What follows belongs to an exercise in optimizing a design on an open flow for a short achievable clock period and few clock cycles per item; a production flow would make more cautious choices. Function was checked by simulation only, so behaviour that the tests miss may differ from the original. Power and IR drop assume default switching activity.

[flow/run.sh]
#!/bin/bash
# synth_recipe.tcl (not shown) runs the flow's synth.tcl, then flattens the netlist and writes it again
# the make line also repeats each setting of config.mk as NAME=value (left out here)
make -C /OpenROAD-flow-scripts/flow DESIGN_CONFIG=/design/flow/config.mk WORK_HOME=/design/flow/orfs CLKGATE_MAP_FILE= SYNTH_SCRIPT=/design/flow/synth_recipe.tcl finish
[flow/config.mk]
export PLATFORM = sky130hd
export DESIGN_NAME = chk_unit
export DESIGN_NICKNAME = chk_unit
export VERILOG_FILES = /design/flow/design.v
export SDC_FILE = /design/flow/constraint.sdc
export NUM_CORES = 4
export LEC_CHECK = 0
export CAP_MARGIN = 40
export CORE_MARGIN = 2
export CORE_UTILIZATION = 30
export SLEW_MARGIN = 30
[flow/constraint.sdc]
create_clock -name core_clock -period 28.0 [get_ports {clk}]
set_input_delay 5.6000 -clock core_clock [delete_from_list [all_inputs] [get_ports {clk}]]
set_output_delay 5.6000 -clock core_clock [all_outputs]
set_load 0.01 [all_outputs]
[flow/design.v]
module chk_unit (
    input  wire        clk,
    input  wire        rst,
    input  wire        req_valid,
    input  wire        req_write,
    input  wire [8:0]  req_addr,
    input  wire [31:0] req_wdata,
    output wire        req_ready,
    output reg         resp_valid,
    output reg  [1:0]  resp_status,
    output reg  [31:0] resp_rdata
);
    localparam [8:0] A_STATUS = 9'h00C, A_EVENT  = 9'h010,
                     A_CFG    = 9'h100,
                     A_POLY_L = 9'h104, A_POLY_H = 9'h108,
                     A_INIT_L = 9'h10C, A_INIT_H = 9'h110,
                     A_XOR_L  = 9'h114, A_XOR_H  = 9'h118,
                     A_FOLD_L = 9'h11C, A_FOLD_H = 9'h120,
                     A_CMD    = 9'h124, A_DATA   = 9'h128,
                     A_RES_L  = 9'h12C, A_RES_H  = 9'h130,
                     A_LEN    = 9'h134, A_STREAM = 9'h138,
                     A_PASS   = 9'h13C, A_FAIL   = 9'h140,
                     A_BYT_L  = 9'h144, A_BYT_H  = 9'h148;
    localparam [1:0] ST_OK = 2'd0, ST_INVALID = 2'd1, ST_DENIED = 2'd2;
    localparam [2:0] CWAIT = 3'd5;
    reg  [6:0]  cfg_width;
    reg         cfg_refin, cfg_refout, cfg_chk_lsb, cfg_fold64;
    reg  [1:0]  cfg_fold, cfg_mode;
    reg  [63:0] poly, init, xorout, fold;
    reg  [31:0] stg_poly, stg_init, stg_xor, stg_fold;
    reg         stg_poly_v, stg_init_v, stg_xor_v, stg_fold_v;
    reg  [31:0] lat_poly, lat_init, lat_xor, lat_fold, lat_res, lat_byt;
    reg         lat_poly_v, lat_init_v, lat_xor_v, lat_fold_v, lat_res_v, lat_byt_v;
    reg         busy, result_valid, pass;
    reg  [1:0]  event_bits;
    reg  [63:0] result;
    reg  [31:0] len_res;
    reg  [31:0] pass_cnt, fail_cnt;
    reg  [63:0] bytes_cnt;
    reg  [2:0]  cwait;
    reg  [6:0]  shamt;         
    reg  [63:0] pa;            
    reg  [63:0] ia;            
    reg  [63:0] wmask;         
    reg  [3:0]  nb;            
    reg  [1:0]  hold_n;        
    reg  [63:0] mu_s1, mu_s2, mu_s3;    
    reg  [15:0] mu_q1;
    reg  [31:0] mu_q2;
    reg  [47:0] mu_q3;
    reg  [63:0] mu;            
    reg         rdy;           
    reg         pre;           
    reg         fin;           
    reg         f1done;        
    reg  [2:0]  fin_k;         
    reg  [31:0] din;           
    reg         din_v;
    reg  [31:0] q0, q1, q2;    
    reg  [1:0]  qn;
    reg  [1:0]  nws;           
    reg  [31:0] lenw;          
    reg  [63:0] crc;
    reg  [31:0] n_q;           
    reg         short_q;       
    reg         hiok_q;        
    reg  [63:0] exp_q;         
    function [7:0] rev8(input [7:0] b);
        integer i;
        begin
            for (i = 0; i < 8; i = i + 1) rev8[i] = b[7 - i];
        end
    endfunction
    function [63:0] rev64(input [63:0] v);
        integer i;
        begin
            for (i = 0; i < 64; i = i + 1) rev64[i] = v[63 - i];
        end
    endfunction
    function [63:0] rev64_bytes(input [63:0] v);
        integer i;
        begin
            for (i = 0; i < 8; i = i + 1) rev64_bytes[8 * i +: 8] = v[8 * (7 - i) +: 8];
        end
    endfunction
    function [63:0] refl_bytes(input [63:0] v);
        integer i;
        begin
            for (i = 0; i < 8; i = i + 1) refl_bytes[8 * i +: 8] = rev8(v[8 * i +: 8]);
        end
    endfunction
    function [63:0] clmul_hi(input [63:0] a, input [63:0] b);
        integer i, j;
        reg x;
        begin
            for (i = 64; i < 127; i = i + 1) begin
                x = 1'b0;
                for (j = i - 63; j < 64; j = j + 1) x = x ^ (a[j] & b[i - j]);
                clmul_hi[i - 64] = x;
            end
            clmul_hi[63] = 1'b0;
        end
    endfunction
    function [63:0] clmul_lo(input [63:0] a, input [63:0] b);
        integer i, j;
        reg x;
        begin
            for (i = 0; i < 64; i = i + 1) begin
                x = 1'b0;
                for (j = 0; j <= i; j = j + 1) x = x ^ (a[j] & b[i - j]);
                clmul_lo[i] = x;
            end
        end
    endfunction
    function [63:0] bred(input [63:0] h, input [63:0] m, input [63:0] p);
        begin
            bred = clmul_lo(h ^ clmul_hi(h, m), p);
        end
    endfunction
    function [63:0] bred32(input [31:0] h, input [63:0] m, input [63:0] p);
        reg [63:0] hm;
        begin
            hm     = clmul_hi({32'd0, h}, m);
            bred32 = clmul_lo({32'd0, h ^ hm[31:0]}, p);
        end
    endfunction
    assign req_ready = rdy;
    wire        acc  = req_valid && rdy;
    wire        wr   = acc && req_write;
    wire        rd   = acc && !req_write;
    wire [8:0]  addr = {req_addr[8:2], 2'b00};
    wire [31:0] wd   = req_wdata;
    wire [31:0] cfg_word = {1'b0, cfg_width, 3'b000, cfg_refin, cfg_refout, cfg_chk_lsb,
                            cfg_fold, cfg_fold64, 13'd0, cfg_mode};
    wire        cfg_ok   = (wd[30:24] >= 7'd8) && (wd[30:24] <= 7'd64) && (wd[17:16] != 2'd3);
    wire [63:0] poly_new = {wd, stg_poly_v ? stg_poly : poly[31:0]};
    wire        poly_ok  = poly_new[0] && ((poly_new >> cfg_width) == 64'd0);
    wire [31:0] status_word = {28'd0, 1'b0, pass, result_valid, busy};
    reg  [31:0] rdata;
    always @(*) begin
        case (addr)
            A_STATUS: rdata = status_word;
            A_EVENT:  rdata = {30'd0, event_bits};
            A_CFG:    rdata = cfg_word;
            A_POLY_L: rdata = poly[31:0];
            A_POLY_H: rdata = lat_poly_v ? lat_poly : poly[63:32];
            A_INIT_L: rdata = init[31:0];
            A_INIT_H: rdata = lat_init_v ? lat_init : init[63:32];
            A_XOR_L:  rdata = xorout[31:0];
            A_XOR_H:  rdata = lat_xor_v ? lat_xor : xorout[63:32];
            A_FOLD_L: rdata = fold[31:0];
            A_FOLD_H: rdata = lat_fold_v ? lat_fold : fold[63:32];
            A_RES_L:  rdata = result[31:0];
            A_RES_H:  rdata = lat_res_v ? lat_res : result[63:32];
            A_LEN:    rdata = len_res;
            A_PASS:   rdata = pass_cnt;
            A_FAIL:   rdata = fail_cnt;
            A_BYT_L:  rdata = bytes_cnt[31:0];
            A_BYT_H:  rdata = lat_byt_v ? lat_byt : bytes_cnt[63:32];
            default:  rdata = 32'd0;
        endcase
    end
    reg [1:0] wstatus;
    always @(*) begin
        wstatus = ST_OK;
        case (addr)
            A_CFG:    if (busy || !cfg_ok) wstatus = ST_INVALID;
            A_POLY_L, A_INIT_L, A_XOR_L, A_FOLD_L,
            A_INIT_H, A_XOR_H, A_FOLD_H:
                      if (busy) wstatus = ST_INVALID;
            A_POLY_H: if (busy || !poly_ok) wstatus = ST_INVALID;
            A_STREAM: wstatus = ST_DENIED;
            default:  ;
        endcase
    end
    wire start_acc  = wr && (addr == A_CMD) && wd[31];
    wire finish_acc = wr && (addr == A_CMD) && wd[30] && (busy || wd[31]);
    wire data_acc   = wr && (addr == A_DATA) && busy;
    wire set_acc    = wr && !busy && ((addr == A_CFG && cfg_ok) || addr == A_POLY_H ||
                                      addr == A_INIT_H);
    wire        chkmode = cfg_mode[1];
    wire [3:0]  flen    = cfg_fold64 ? 4'd8 : 4'd4;
    wire [63:0] fold_sh = cfg_fold64 ? fold : {fold[31:0], 32'd0};
    wire [63:0] fold_al = cfg_refin ? refl_bytes(fold_sh) : fold_sh;
    wire        cvalid  = (cwait == 3'd0);
    wire        hold_full = (qn == hold_n);
    wire        push      = din_v && (!hold_full || !pre);
    wire        absorb    = din_v && hold_full && !pre;
    wire [63:0] q0_rf     = refl_bytes({32'd0, q0});
    wire [31:0] q0_in     = cfg_refin ? q0_rf[31:0] : q0;
    wire [63:0] s_t       = crc ^ {q0_in, 32'd0};
    wire [63:0] s_next    = {s_t[31:0], 32'd0} ^ bred32(s_t[63:32], mu, pa);
    wire        do_pre = pre && cvalid;
    wire        do_f1  = fin && !f1done && !pre && !din_v;
    wire        do_f2  = fin && f1done;
    wire [95:0] held   = {q0, q1, q2};
    wire [3:0]  j_b    = (nws == 2'd0) ? 4'd0 : {qn - 2'd1, 2'b00} + {1'b0, fin_k};
    wire        is_short = chkmode && ((nws == 2'd0) ||
                                       (nws == 2'd1 && {1'b0, fin_k} <= nb) ||
                                       (nws == 2'd2 && ({1'b0, fin_k} + 4'd4) <= nb));
    wire [3:0]  p_b    = (chkmode && !is_short) ? j_b - nb : j_b;
    wire [63:0] pmask  = ~(~64'd0 >> {p_b, 3'b000});
    wire [63:0] hp_raw = held[95:32] & pmask;
    wire [63:0] hp     = cfg_refin ? refl_bytes(hp_raw) : hp_raw;
    wire [31:0] n_b    = (nws == 2'd0) ? 32'd0 : lenw - 32'd4 + {29'd0, fin_k};
    wire [95:0] chk_sh = held >> (8 * (4'd12 - j_b));
    wire [63:0] nbmask = ~64'd0 >> (8 * (4'd8 - nb));
    wire [63:0] chk_be = chk_sh[63:0] & nbmask;
    wire [63:0] chk_v  = cfg_chk_lsb ? (rev64_bytes(chk_be) >> (8 * (4'd8 - nb))) : chk_be;
    wire [63:0] chk_x  = (chk_v ^ xorout) & wmask;
    wire [63:0] exp_b  = cfg_refout ? rev64(chk_x) : (chk_x << shamt);
    wire        hiok_b = ((chk_v & ~wmask) == 64'd0);
    reg  [63:0] t_in;
    reg  [3:0]  t_m;
    always @(*) begin
        if (do_f1) begin
            t_in = crc ^ hp;
            t_m  = p_b;
        end else if (do_f2) begin
            t_in = crc ^ ((cfg_fold == 2'd2) ? fold_al : 64'd0);
            t_m  = (cfg_fold == 2'd2) ? flen : 4'd0;
        end else begin
            t_in = ia ^ ((cfg_fold == 2'd1) ? fold_al : 64'd0);
            t_m  = (cfg_fold == 2'd1) ? flen : 4'd0;
        end
    end
    wire [63:0] t_hi   = (t_m == 4'd0) ? 64'd0 : (t_in >> (8 * (4'd8 - t_m)));
    wire [63:0] t_lo   = (t_m == 4'd8) ? 64'd0 : (t_in << {t_m, 3'b000});
    wire [63:0] t_next = t_lo ^ bred(t_hi, mu, pa);
    wire [63:0] res_b   = ((cfg_refout ? rev64(t_next) : (t_next >> shamt)) ^ xorout) & wmask;
    wire        verdict = !short_q && hiok_q && (t_next == exp_q);
    function [79:0] divstep16(input [63:0] s, input [63:0] p);
        integer i;
        reg [63:0] t;
        reg [15:0] q;
        begin
            t = s;
            for (i = 15; i >= 0; i = i - 1) begin
                q[i] = t[63];
                t = t[63] ? ((t << 1) ^ p) : (t << 1);
            end
            divstep16 = {q, t};
        end
    endfunction
    wire [79:0] dv0 = divstep16(pa, pa);
    wire [79:0] dv1 = divstep16(mu_s1, pa);
    wire [79:0] dv2 = divstep16(mu_s2, pa);
    wire [79:0] dv3 = divstep16(mu_s3, pa);
    wire [6:0]  sh_n   = 7'd64 - cfg_width;
    wire [6:0]  wp7    = cfg_width + 7'd7;
    wire [3:0]  nb_n   = wp7[6:3];
    reg        fin_n, pre_n;
    reg [2:0]  cwait_n;
    always @(*) begin
        fin_n   = (fin && !do_f2) || finish_acc;
        pre_n   = (pre && !do_pre) || start_acc;
        cwait_n = set_acc ? CWAIT : (cwait != 3'd0 ? cwait - 3'd1 : 3'd0);
    end
    always @(posedge clk) begin
        shamt  <= sh_n;
        pa     <= poly << sh_n;
        ia     <= init << sh_n;
        wmask  <= ~64'd0 >> sh_n;
        nb     <= nb_n;
        hold_n <= !cfg_mode[1] || nb_n <= 4'd1 ? 2'd1 : (nb_n <= 4'd5 ? 2'd2 : 2'd3);
        mu_s1  <= dv0[63:0];
        mu_q1  <= dv0[79:64];
        mu_s2  <= dv1[63:0];
        mu_q2  <= {mu_q1, dv1[79:64]};
        mu_s3  <= dv2[63:0];
        mu_q3  <= {mu_q2, dv2[79:64]};
        mu     <= {mu_q3, dv3[79:64]};
        if (data_acc) din <= wd;
        if (push) begin
            if (absorb) begin
                case (hold_n)
                    2'd1: q0 <= din;
                    2'd2: begin q0 <= q1; q1 <= din; end
                    default: begin q0 <= q1; q1 <= q2; q2 <= din; end
                endcase
            end else begin
                case (qn)
                    2'd0: q0 <= din;
                    2'd1: q1 <= din;
                    default: q2 <= din;
                endcase
            end
        end
        if (absorb)
            crc <= s_next;
        else if (do_pre || do_f1)
            crc <= t_next;
        if (do_f1) begin
            n_q     <= n_b;
            short_q <= is_short;
            hiok_q  <= hiok_b;
            exp_q   <= exp_b;
        end
        if (rst) begin
            cfg_width    <= 7'd32;
            cfg_refin    <= 1'b1;
            cfg_refout   <= 1'b1;
            cfg_chk_lsb  <= 1'b0;
            cfg_fold     <= 2'd0;
            cfg_fold64   <= 1'b0;
            cfg_mode     <= 2'd0;
            poly         <= 64'h0000_0000_1EDC_6F41;
            init         <= 64'h0000_0000_FFFF_FFFF;
            xorout       <= 64'h0000_0000_FFFF_FFFF;
            fold         <= 64'd0;
            stg_poly     <= 32'd0;
            stg_init     <= 32'd0;
            stg_xor      <= 32'd0;
            stg_fold     <= 32'd0;
            stg_poly_v   <= 1'b0;
            stg_init_v   <= 1'b0;
            stg_xor_v    <= 1'b0;
            stg_fold_v   <= 1'b0;
            lat_poly     <= 32'd0;
            lat_init     <= 32'd0;
            lat_xor      <= 32'd0;
            lat_fold     <= 32'd0;
            lat_res      <= 32'd0;
            lat_byt      <= 32'd0;
            lat_poly_v   <= 1'b0;
            lat_init_v   <= 1'b0;
            lat_xor_v    <= 1'b0;
            lat_fold_v   <= 1'b0;
            lat_res_v    <= 1'b0;
            lat_byt_v    <= 1'b0;
            busy         <= 1'b0;
            result_valid <= 1'b0;
            pass         <= 1'b0;
            event_bits   <= 2'd0;
            result       <= 64'd0;
            len_res      <= 32'd0;
            pass_cnt     <= 32'd0;
            fail_cnt     <= 32'd0;
            bytes_cnt    <= 64'd0;
            cwait        <= CWAIT;
            rdy          <= 1'b1;
            pre          <= 1'b0;
            fin          <= 1'b0;
            f1done       <= 1'b0;
            fin_k        <= 3'd4;
            din_v        <= 1'b0;
            qn           <= 2'd0;
            nws          <= 2'd0;
            lenw         <= 32'd0;
            resp_valid   <= 1'b0;
            resp_status  <= 2'd0;
            resp_rdata   <= 32'd0;
        end else begin
            resp_valid  <= acc;
            resp_status <= wr ? wstatus : ST_OK;
            resp_rdata  <= rd ? rdata : 32'd0;
            cwait <= cwait_n;
            fin   <= fin_n;
            pre   <= pre_n;
            rdy   <= !fin_n && !(pre_n && cwait_n != 3'd0);
            if (rd) begin
                case (addr)
                    A_POLY_L: begin lat_poly <= poly[63:32];      lat_poly_v <= 1'b1; end
                    A_INIT_L: begin lat_init <= init[63:32];      lat_init_v <= 1'b1; end
                    A_XOR_L:  begin lat_xor  <= xorout[63:32];    lat_xor_v  <= 1'b1; end
                    A_FOLD_L: begin lat_fold <= fold[63:32];      lat_fold_v <= 1'b1; end
                    A_RES_L:  begin lat_res  <= result[63:32];    lat_res_v  <= 1'b1; end
                    A_BYT_L:  begin lat_byt  <= bytes_cnt[63:32]; lat_byt_v  <= 1'b1; end
                    A_POLY_H: lat_poly_v <= 1'b0;
                    A_INIT_H: lat_init_v <= 1'b0;
                    A_XOR_H:  lat_xor_v  <= 1'b0;
                    A_FOLD_H: lat_fold_v <= 1'b0;
                    A_RES_H:  lat_res_v  <= 1'b0;
                    A_BYT_H:  lat_byt_v  <= 1'b0;
                    default: ;
                endcase
            end
            if (push) begin
                din_v <= 1'b0;
                if (!absorb) qn <= qn + 2'd1;
            end
            if (do_f1)
                f1done <= 1'b1;
            if (do_f2) begin
                f1done       <= 1'b0;
                result       <= res_b;
                len_res      <= n_q;
                bytes_cnt    <= bytes_cnt + {32'd0, n_q};
                result_valid <= 1'b1;
                busy         <= 1'b0;
                if (chkmode) begin
                    pass <= verdict;
                    if (verdict) begin
                        pass_cnt <= pass_cnt + 32'd1;
                    end else begin
                        fail_cnt      <= fail_cnt + 32'd1;
                        event_bits[0] <= 1'b1;
                    end
                    if (short_q)
                        event_bits[1] <= 1'b1;
                end
            end
            if (wr) begin
                case (addr)
                    A_EVENT: event_bits <= event_bits & ~wd[1:0];
                    A_CFG: if (!busy && cfg_ok) begin
                        cfg_width   <= wd[30:24];
                        cfg_refin   <= wd[20];
                        cfg_refout  <= wd[19];
                        cfg_chk_lsb <= wd[18];
                        cfg_fold    <= wd[17:16];
                        cfg_fold64  <= wd[15];
                        cfg_mode    <= wd[1:0];
                    end
                    A_POLY_L: if (!busy) begin stg_poly <= wd; stg_poly_v <= 1'b1; end
                    A_INIT_L: if (!busy) begin stg_init <= wd; stg_init_v <= 1'b1; end
                    A_XOR_L:  if (!busy) begin stg_xor  <= wd; stg_xor_v  <= 1'b1; end
                    A_FOLD_L: if (!busy) begin stg_fold <= wd; stg_fold_v <= 1'b1; end
                    A_POLY_H: if (!busy) begin
                        stg_poly_v <= 1'b0;
                        if (poly_ok) poly <= poly_new;
                    end
                    A_INIT_H: if (!busy) begin
                        stg_init_v <= 1'b0;
                        init <= {wd, stg_init_v ? stg_init : init[31:0]};
                    end
                    A_XOR_H: if (!busy) begin
                        stg_xor_v <= 1'b0;
                        xorout <= {wd, stg_xor_v ? stg_xor : xorout[31:0]};
                    end
                    A_FOLD_H: if (!busy) begin
                        stg_fold_v <= 1'b0;
                        fold <= {wd, stg_fold_v ? stg_fold : fold[31:0]};
                    end
                    A_DATA: begin
                        if (!busy) begin
                            event_bits[1] <= 1'b1;
                        end else begin
                            din_v <= 1'b1;
                            lenw  <= lenw + 32'd4;
                            if (nws != 2'd3) nws <= nws + 2'd1;
                        end
                    end
                    A_CMD: begin
                        if (wd[31]) begin
                            busy         <= 1'b1;
                            result_valid <= 1'b0;
                            din_v        <= 1'b0;
                            qn           <= 2'd0;
                            nws          <= 2'd0;
                            lenw         <= 32'd0;
                        end
                        if (wd[30]) begin
                            if (!busy && !wd[31]) begin
                                event_bits[1] <= 1'b1;
                            end else begin
                                fin_k <= (wd[1:0] == 2'd0) ? 3'd4 : {1'b0, wd[1:0]};
                            end
                        end
                    end
                    default: ;
                endcase
            end
        end
    end
endmodule
==> reports/results.tsv <==
metric	value	unit
use_met2	47.8	%
rsz0062_at_grt	false	
yosysWarnings	1	
setup_viol	0	
tightest_slew	1.09	ns
cts-resized-gates	0	
syn-instance-count	29900	
antenna_found_initial	126	
grt_pass1_wl	1760	mm
p_per_area	188	nW/µm²
outcome	complete, no violations	
required	28.98	ns
critPathKind	reg -> reg	
postCtsSetupBuffers	0	
drc_errors	0	
use_met3	12.8	%
cp.arrival	18.39	ns
final_nets	28900	
cap_violations	0	
clock-sinks	1657	
ys_ff_latch	1657	
pin_count	81	
peakVddDrop	1300	µV
final_cell_mix	nand2_1, xnor2_1, nor2_1	
cts.path.max_buffers	4	
ys_types	121	
numCtsBuffers	198	
path_clk_slew	0.08	ns
max-slew-margin-rel	27.4	%
finClkSkew	0.182	ns
netlist_area	216000	µm²
finalNonFillerCells	38500	
dieArea	726000	µm²
yosysSeqAreaShare	16.7	%
total_power	44800	µW
finalMaxSlewViolations	0	
max_stage_delay	0.83	ns
critPathCaptureType	register	
multiInputGateArea	169000	µm²
finalHoldViolations	0	
cts_tree	done	
startpoint_type	register	
switchingPower	22900	µW
grt_pass1_vias	206000	
min_path_cells	0	
grt_use_met1	41.5	%
finalSetupTns	0	ns
async_flop_share	0	%
share_comb_of_total_power	86.4	%
placedCellCount	38000	
crit_top_cell	buf_4	
fp-row-count	311	
swShare	51.3	%
wl	1310	mm
initial_core_util	30.1	%
leakage	0.0847	µW
coreArea	717000	µm²
track_usage	34.2	%
critPathMaxFanout	49	
hp-class	reg -> reg	
drt_iter0_markers	39600	
cts_root_buf	clkbuf_16	
vias_per_cell	5.95	
drtPass1Iterations	9	
post_drt_wl_per_cell	34.0	µm
dp_hpwl	895	mm
crit_path_top_delay_cell	xnor3_4	
clock_latency	1.06	ns
seq_power_share	7.2	%
clock.fmax	57.4	MHz
routed-via-count	229000	
grt_max_degree	124	
syn2layout_area_growth	10.1	%
port_buffers	78	
ant_nets	0	
seqCellArea	36400	µm²
htreeDepth	4	
synth_ff_type	dfxtp_1	
synth_edf_count	290	
place_congestion	1.09	
nFillCells	75800	
die_h	852	µm
drive_above_1_share	9.05	%
layout_commonest_cell	nand2_1	
holdBufCountCts	0	
internal_power	21800	µW
p_clk_share	6.4	%
period_share	62.2	%
syn_nets	30000	
fp.dieW	852	µm
overflow	0	
rr_worst_depth	46	
fin_crit	17.41	ns
busiest_layer	met2	
avgSynthCellArea	7.22	µm²
==> critical path: cells and delay by family (launching register included) <==
kind                       cells  cell delay, ns
buffers and inverters         14            5.25
adders and majority gates      2            0.73
xor gates and xnor gates       9            4.45
AOI/OAI and AO/OA              4            0.64
DFF                            1            0.51
and+or+nand+nor               17            5.39
==> metrics by stage <==
stage	worst slack (ns)	hold slack [ns]	cell area (µm²)	util (%)
final	10.59	0.286	238000	33.1
after detailed placement	11.93	0.312	229000	32.0
after global routing	10.93	0.288	237000	33.1
after floorplan	16.00	0.310	216000	-
after global placement	11.93	0.312	227000	31.7
after CTS	11.95	0.294	236000	33.0
==> final timing paths <==
kind,startpoint,end,slack [ns]
max,nb[1]$_DFF_P_,pass_cnt[20]$_SDFFE_PP0P_,10.59
min,mu_q3[34]$_DFF_P_,mu[50]$_DFF_P_,0.29
max reg2reg,nb[1]$_DFF_P_,pass_cnt[20]$_SDFFE_PP0P_,10.59
min reg2reg,mu_q3[34]$_DFF_P_,mu[50]$_DFF_P_,0.29
==> registers in the layout (all words and copies together) (netlist names), 47 cells and up <==
| register | cells |
|---|---|
| fold | 64 |
| pa | 64 |
| mu_q3 | 48 |
| poly | 64 |
| result | 64 |
| bytes_cnt | 64 |
| init | 64 |
| mu_s1 | 47 |
| mu | 63 |
| crc | 64 |
| ia | 64 |
| xorout | 64 |
| wmask | 64 |
| exp_q | 64 |
==> cell families (layout without fill, tap and decap cells) <==
group                      count (synthesis)  count (layout)  share of synthesized area [%]
AOI/OAI and AO/OA                       3822            3822                           11.1
other                                      1              93                        0.00174
buffers and inverters                   3037            2021                           5.71
and+or+nand+nor                        12500           12500                           23.3
muxes                                   1214            1214                           6.80
adders and majority gates                120             120                          0.703
DFF                                     1657            1657                           16.7
xor gates and xnor gates                7552            7552                           35.6
==> final cells by class <==
class,count,area share [%]
Antenna cell,92,0.0969
Clock buffer,274,2.40
Clock inverter,91,0.524
Inverter,293,0.473
Multi-Input combinational cell,25200,71.3
Sequential cell,1657,15.3
Tap cell,9546,5.03
Timing Repair Buffer,1363,4.88
==> cells in the mapped netlist (all sizes together), types with 89 or more instances <==
master  instances  share of area [%]
o211ai        141               0.50
nand2b         89               0.26
xor2         1302                5.3
edfxtp        290                4.0
mux4          177                1.8
clkbuf       1718                3.0
and3           96               0.28
nand2        9186                 16
mux2i         788                3.7
dfxtp        1367                 13
buf          1026                2.2
a22oi         122               0.43
a211oi        199               0.69
o21ai         825                1.9
or3            90               0.26
mux2          249                1.3
xnor2        5479                 22
xnor3         722                7.5
nor3          314               0.76
a21oi        1363                3.2
inv           272               0.47
ha            118               0.68
a31oi         146               0.43
o22ai         209               0.62
nor2         1437                2.5
nand4         119               0.35
nand3         868                2.0
==> per-layer routing <==
metal  wire length (µm)  vias up
met5                770        -
met3             183000     5138
met2             513000    18800
met4             137000       84
li1                   -    95400
met1             475000   110000
==> power groups by stage <==
| stage | Sequential, µW | Combinational [µW] | Clock [µW] |
|---|---|---|---|
| floorplan | 3170 | 29500 | 0 |
| global placement | 3280 | 38300 | 0 |
| detailed placement | 3270 | 38200 | 0 |
| CTS | 3220 | 38400 | 2870 |
| global route | 3230 | 41200 | 2960 |
| finish | 3230 | 38700 | 2860 |
Testbench counts, summed over its fixed seeds: cycles 8,478, bytes 20,988.

[what the ideal ports hide]
The flow's constraints put no driver on any port. The routed layout listed below was extracted and timed again, unchanged, in two steps.
Step 1, drivers: a clkbuf_16 drives clk and a buf_2 each remaining input, both assumed.
Step 2 times the ports against the registers' clock, not the clock port: input delays grow and output delays shrink by t, the midpoint of the rising clock arrivals with the driver on.
Slacks: no drivers / after step 1 / after step 2; pairs: no drivers / after step 1.
t, ns: 1.111
slack for setup (ns): 10.593 / 10.593 / 10.593
hold slack, ns: 0.286 / 0.286 / 0.286
worst register clock-pin slew, ns: 0.09 / 0.09
cell pins on the clock port's net: 1
After both steps setup and hold are still met in this run. The setup slack of this run moves by 0.000 ns with the drivers and by 0.000 ns with both steps.
